This is an optimization exercise on Yosys and OpenROAD, whose aim is small area and a short achievable clock period, not a production implementation.
In this exercise RTL edits were held to simulation tests only and were not proved equivalent to the original.
No activity file was given, so power comes from the tool's default toggle rates.

## P
// fp32_lane
module fp32_lane (
    input  wire        clk,
    input  wire        rst,
    input  wire        in_valid,
    input  wire [3:0]  in_op,
    input  wire [31:0] in_a,
    input  wire [31:0] in_b,
    input  wire [31:0] in_c,
    output reg         out_valid,
    output reg  [31:0] out_result,
    output reg  [2:0]  out_flags      
);
    localparam [3:0] OP_COPY  = 4'd0,
                     OP_ADD   = 4'd1,
                     OP_SUB   = 4'd2,
                     OP_MUL   = 4'd3,
                     OP_FMA   = 4'd4,
                     OP_FMS   = 4'd5,
                     OP_NEG   = 4'd6,
                     OP_ABS   = 4'd7,
                     OP_MIN   = 4'd8,
                     OP_MAX   = 4'd9,
                     OP_CMPEQ = 4'd10,
                     OP_CMPLT = 4'd11,
                     OP_CMPLE = 4'd12;
    localparam [31:0] QNAN = 32'h7FC0_0000;
    localparam [31:0] ONE  = 32'h3F80_0000;
    wire i_add = (in_op == OP_ADD);
    wire i_sub = (in_op == OP_SUB);
    wire i_mul = (in_op == OP_MUL);
    wire i_fms = (in_op == OP_FMS);
    wire [31:0] x_in = {in_a[31] ^ i_fms, in_a[30:0]};
    wire [31:0] y_in = (i_add | i_sub) ? ONE : in_b;
    wire [31:0] z_in = i_add ? in_b :
                       i_sub ? {~in_b[31], in_b[30:0]} :
                       i_mul ? {in_a[31] ^ in_b[31], 31'd0} : in_c;
    reg        r0_v;
    reg [3:0]  r0_op;
    reg [31:0] r0_x, r0_y, r0_z;
    always @(posedge clk) begin
        if (rst) r0_v <= 1'b0;
        else     r0_v <= in_valid;
        r0_op <= in_op;
        r0_x  <= x_in;
        r0_y  <= y_in;
        r0_z  <= z_in;
    end
    wire [31:0] x = r0_x, y = r0_y, z = r0_z;
    wire        xs = x[31], ys = y[31], zs = z[31];
    wire [7:0]  xe = x[30:23], ye = y[30:23], ze = z[30:23];
    wire        x_zero = (xe == 8'd0);
    wire        y_zero = (ye == 8'd0);
    wire        z_zero = (ze == 8'd0);
    wire        x_fz   = (x[22:0] == 23'd0);
    wire        y_fz   = (y[22:0] == 23'd0);
    wire        z_fz   = (z[22:0] == 23'd0);
    wire        x_max  = (xe == 8'hFF);
    wire        y_max  = (ye == 8'hFF);
    wire        z_max  = (ze == 8'hFF);
    wire        x_inf  = x_max & x_fz;
    wire        y_inf  = y_max & y_fz;
    wire        z_inf  = z_max & z_fz;
  ...
Size in the first run: about 4500 cells after synthesis.
Settings: LEC_CHECK=0, CAP_MARGIN=20, CORE_MARGIN=2, CORE_UTILIZATION=70, CTS_CLUSTER_DIAMETER=80, CTS_CLUSTER_SIZE=20, SLEW_MARGIN=20, SYNTH_HIERARCHICAL=1, BUFFER_PORTS_ARGS=-inputs -outputs -buffer_cell sky130_fd_sc_hd__buf_2, SETUP_SLACK_MARGIN=18.15; clock period 24.0 ns.
standard.sh (not shown) runs the stock make flow with config.mk's settings and CLKGATE_MAP_FILE= SYNTH_SCRIPT=/design/flow/synth_recipe.tcl, a recipe that flattens the netlist after the stock synthesis.
==> flow/flow/run.sh <==
#!/bin/bash
# Layout flow: the standard layout (standard.sh) with two changes:
#  - every input and output port is buffered by a plain buf_2 instead of the
#    default port buffer;
#  - the timing repair after CTS and global routing aims for a setup slack of
#    18.15 ns at the design's 24 ns clock (paths of at most 5.85 ns); the SDC
#    and the clock period are the design's, unchanged.
set -euo pipefail
cat >> config.mk <<'EOC'
export BUFFER_PORTS_ARGS = -inputs -outputs -buffer_cell sky130_fd_sc_hd__buf_2
export SETUP_SLACK_MARGIN = 18.15
EOC
bash standard.sh finish > standard.log 2>&1
P: PASS, flow complete, no timing, DRC or antenna violations
### P -> Q
- SETUP_SLACK_MARGIN: 18.15 -> 18.3
- CORE_UTILIZATION: 70 -> 60
--- a/flow/flow/run.sh
+++ b/flow/flow/run.sh
@@ -5,3 +5,3 @@
 #  - the timing repair after CTS and global routing aims for a setup slack of
-#    18.15 ns at the design's 24 ns clock (paths of at most 5.85 ns); the SDC
+#    18.3 ns at the design's 24 ns clock (paths of at most 5.7 ns); the SDC
 #    and the clock period are the design's, unchanged.
@@ -10,3 +10,3 @@
 export BUFFER_PORTS_ARGS = -inputs -outputs -buffer_cell sky130_fd_sc_hd__buf_2
-export SETUP_SLACK_MARGIN = 18.15
+export SETUP_SLACK_MARGIN = 18.3
 EOC
## What came out
In Q relative to P, power had gone up slightly.
~same final worst-path setup slack in P and Q
Of P and Q, the lower multi-input logic portion of the cell area belongs to Q.
As of Q, wire length of the first global-routing pass had risen by a few percent compared to P.
Going from P to Q, the die area was enlarged.
Utilization of the core after routing, P and Q, lower one = Q.

==> static timing again, ports no longer ideal <==
No port has a modelled driver above. Below, the same layouts with a new extraction and two added sets of constraints. Step 1 (the two cells are an assumption about what drives the block):
set clk [get_ports {clk}]
set_driving_cell -lib_cell sky130_fd_sc_hd__clkbuf_16 $clk
set_driving_cell -lib_cell sky130_fd_sc_hd__buf_2 [delete_from_list [all_inputs] $clk]
Step 2 adds t to the input delays and takes it off the output delays; t is the mean of the earliest and latest rising clock arrival at the registers after step 1. Input paths then give back, and output paths get back, about the clock's delay inside the block. Three values: ideal, step 1, step 2; two values: the first two.
run | shift t [ns] | slack for setup (ns) | hold WS [ns] | worst data-port slew with drivers (ns)
P | 0.629 | 18.186 / 18.126 / 17.706 | 0.324 / 0.324 / 0.324 | 0.05
Q | 0.628 | 18.183 / 18.119 / 17.920 | 0.331 / 0.331 / 0.331 | 0.07
After both steps setup and hold are still met in every run listed. The setup slack of P, which loses most, moves by -0.060 ns with the drivers and by -0.480 ns with both steps.
